This is an optimization exercise on Yosys and OpenROAD, whose aim is small area, a short achievable clock period and few clock cycles per item, not a production implementation. Where RTL was checked, it was by simulation tests only, not by an equivalence proof against the original. Power and IR drop assume default switching activity.

P:
// bfp_compress
module bfp_compress (
    input  wire        clk,
    input  wire        rst,          
    input  wire        in_valid,
    output wire        in_ready,
    input  wire [1:0]  in_fmt,       
    input  wire [23:0] in_i,
    input  wire [23:0] in_q,
    output wire        out_valid,
    input  wire        out_ready,
    output wire [7:0]  out_data,
    output wire        out_last
);
Size: ~2000 cells after synthesis, about 540 flip-flops, about 65 I/O pins.
Settings: LEC_CHECK=0, CAP_MARGIN=20, CORE_MARGIN=2, CORE_UTILIZATION=40, SLEW_MARGIN=20; clock period 12.5 ns.
run.sh (not shown) runs the stock make flow with config.mk's settings and CLKGATE_MAP_FILE= SYNTH_SCRIPT=/design/flow/synth_recipe.tcl, a recipe that flattens the netlist after the stock synthesis.
P ended with every stage complete and zero timing, DRC or antenna violations.
Testbench counts of P, summed over its fixed seeds: cycles 17,459, blocks 480.
Input-level comparison between Q and P:
-- flow/design.v --
<<< P, line 65
    wire [15:0] nf_q = (fmt_in == 2'd2) ? nofit(r0_q, 5'd12) : nofit(r0_q, 5'd9);
    wire [3:0]  smax = (fmt_in == 2'd2) ? 4'd12 : 4'd15;
    reg [3:0] s_new;
    integer k;
    always @(*) begin
        s_new = r0_first ? 4'd0 : s_cur;
        for (k = 1; k <= 15; k = k + 1)
            if ((nf_i[k-1] | nf_q[k-1]) && k <= smax && s_new < k)
                s_new = k;
    end
    function [13:0] bfp_field;
        input [23:0] x;
>>> Q, line 65
    wire [15:0] nf_q = (fmt_in == 2'd2) ? nofit(r0_q, 5'd12) : nofit(r0_q, 5'd9);
    wire [3:0]  smax = (fmt_in == 2'd2) ? 4'd12 : 4'd15;
    wire [14:0] base_t;
    genvar gk;
    generate
        for (gk = 1; gk <= 15; gk = gk + 1) begin : g_bt
            assign base_t[gk-1] = ~r0_first & (s_cur >= gk);
        end
    endgenerate
    wire [14:0] lim_t  = (fmt_in == 2'd2) ? 15'h0fff : 15'h7fff;
    wire [14:0] new_t  = (base_t | nf_i[14:0] | nf_q[14:0]) & lim_t;
    wire [3:0]  s_new;
    assign s_new[3] = new_t[7];
    assign s_new[2] = (new_t[3] & ~new_t[7]) | new_t[11];
    assign s_new[1] = (new_t[1] & ~new_t[3]) | (new_t[5] & ~new_t[7]) |
                      (new_t[9] & ~new_t[11]) | new_t[13];
    assign s_new[0] = (new_t[0] & ~new_t[1]) | (new_t[2] & ~new_t[3]) |
                      (new_t[4] & ~new_t[5]) | (new_t[6] & ~new_t[7]) |
                      (new_t[8] & ~new_t[9]) | (new_t[10] & ~new_t[11]) |
                      (new_t[12] & ~new_t[13]) | new_t[14];
    function [13:0] bfp_field;
        input [23:0] x;
<<< P, line 92
                bfp_field = x[23] ? {(b12 ? 13'h1000 : 13'h1e00), 1'b0}
                                  : {(b12 ? 13'h0ffe : 13'h01fe), 1'b0};
            else if (b12 && v[13:0] == 14'h2fff)
                bfp_field = {13'h1000, 1'b0};
            else
>>> Q, line 102
                bfp_field = x[23] ? {(b12 ? 13'h1000 : 13'h1e00), 1'b0}
                                  : {(b12 ? 13'h0ffe : 13'h01fe), 1'b0};
            else if (b12 && (v[13] ^ v[12]))
                bfp_field = {13'h1000, 1'b0};
            else
<<< P, line 149
    end
    always @(posedge clk) begin
        if (take) begin
            r0_i     <= in_i;
            r0_q     <= in_q;
>>> Q, line 159
    end
    always @(posedge clk) begin
        if (rdy_r) begin
            r0_i     <= in_i;
            r0_q     <= in_q;
<<< P, line 198
    always @(*) begin
        vx  = {{4{hv[12]}}, hv};
        qx  = vx >>> ({1'b0, hd} + 5'd1);
        rb  = vx[hd];
        stk = hs | |(vx[15:0] & ((16'd1 << hd) - 16'd1));
    end
    always @(posedge clk) begin
>>> Q, line 208
    always @(*) begin
        vx  = {{4{hv[12]}}, hv};
        qx  = (vx >>> 1) >>> hd;
        rb  = vx[hd];
        stk = hs | |(vx[15:0] & ~(16'hffff << hd));
    end
    always @(posedge clk) begin
<<< P, line 263
    end
    wire [3:0] meta_e = (meta_fmt == 2'd1) ? ~meta_s : 4'd12 - meta_s;
    wire [7:0] core_byte = gexp ? {4'd0, ge} : gb[gc - 5'd1 -: 8];
    wire       core_last = ~gexp & glast & (gc == 5'd8);
    always @(posedge clk) begin
        if (g_load) begin
            gb <= gb_ld;
>>> Q, line 273
    end
    wire [3:0] meta_e = (meta_fmt == 2'd1) ? ~meta_s : 4'd12 - meta_s;
    reg  [8:0] gsel;
    wire [4:0] gc_next = g_load ? c_after + gb_b : c_after;
    reg  [7:0] sel_byte;
    integer sb;
    always @(*) begin
        sel_byte = 8'd0;
        for (sb = 0; sb <= 8; sb = sb + 1)
            sel_byte = sel_byte | ({8{gsel[sb]}} & gb[sb + 7 -: 8]);
    end
    wire [7:0] core_byte = gexp ? {4'd0, ge} : sel_byte;
    wire       core_last = ~gexp & glast & (gc == 5'd8);
    always @(posedge clk) begin
        for (sb = 0; sb <= 8; sb = sb + 1)
            gsel[sb] <= (gc_next == sb + 8);
        if (g_load) begin
            gb <= gb_ld;
<<< P, line 278
            glast <= 1'b0;
        end else begin
            if (g_load) begin
                gc    <= c_after + gb_b;
                glast <= qr_last;
            end else begin
                gc    <= c_after;
            end
            if (g_load && qr_first)
                gexp <= (qr_fmt != 2'd0);
>>> Q, line 299
            glast <= 1'b0;
        end else begin
            gc <= gc_next;
            if (g_load)
                glast <= qr_last;
            if (g_load && qr_first)
                gexp <= (qr_fmt != 2'd0);
==> comparison <==
- Looking at the reports, Q completed the entire flow and the layout it produced met the timing, design-rule and antenna checks.
- In Q the share of total power in combinational logic turned out 1.9 points lower than in P.
- Summary of Q over P: final period demand of the worst path decreased by 0.55 ns relative to the old numbers; total of plain and repair buffers excluding clock buffers increased by 7 relative to the old numbers; routing usage on met2 decreased by 1.7 points relative to the old numbers.
- Compared with P, Q ends up with less cell area.
- The xor/xnor cell area share of the yosys netlist on P is in line with that on Q.
- Summary — part of the cycle the worst path needs, Q relative to P: lower, by 4.4 points.
- Comparing Q and P, the lower clock skew was measured on Q.
- Q: wire length after detailed routing is 5.4% lower than what P reported.
- On compound-gate portion of the synthesized area, the lower figure sits with P, not Q.
- NOTE: placed standard-cell area in Q falls short of that of P
- [Q] worst setup slack rose 0.55 ns relative to P
- In the tables for Q and P, remaining max-slew budget at the tightest pin reads higher with P.
Only the layout flow was run in Q; the RTL was not checked for function there.

## port drivers added, routing unchanged
The results above use ideal ports. As a check the final layouts listed here were re-extracted and re-timed, cells and wires unchanged.
Step 1 sets driving cells, clkbuf_16 on the clock port and buf_2 on the other inputs (assumed; they add their load-dependent delay and slew).
Step 2, shift: input delay + t, output delay - t, t = (earliest + latest rising clock arrival at the registers) / 2. This alone moves slack from input paths to output paths.
Three values: ideal, step 1, step 2; two values: the first two.
| run | t (ns) | slack for setup (ns) | clock arrival spread, ns |
|---|---|---|---|
| P | 0.659 | 7.846 / 7.846 / 7.846 | 0.039 / 0.039 |
| Q | 0.673 | 8.400 / 8.340 / 8.167 | 0.026 / 0.026 |
After both steps every run listed still meets setup and hold. The setup slack of Q, which loses most, moves by -0.060 ns with the drivers and by -0.233 ns with both steps.
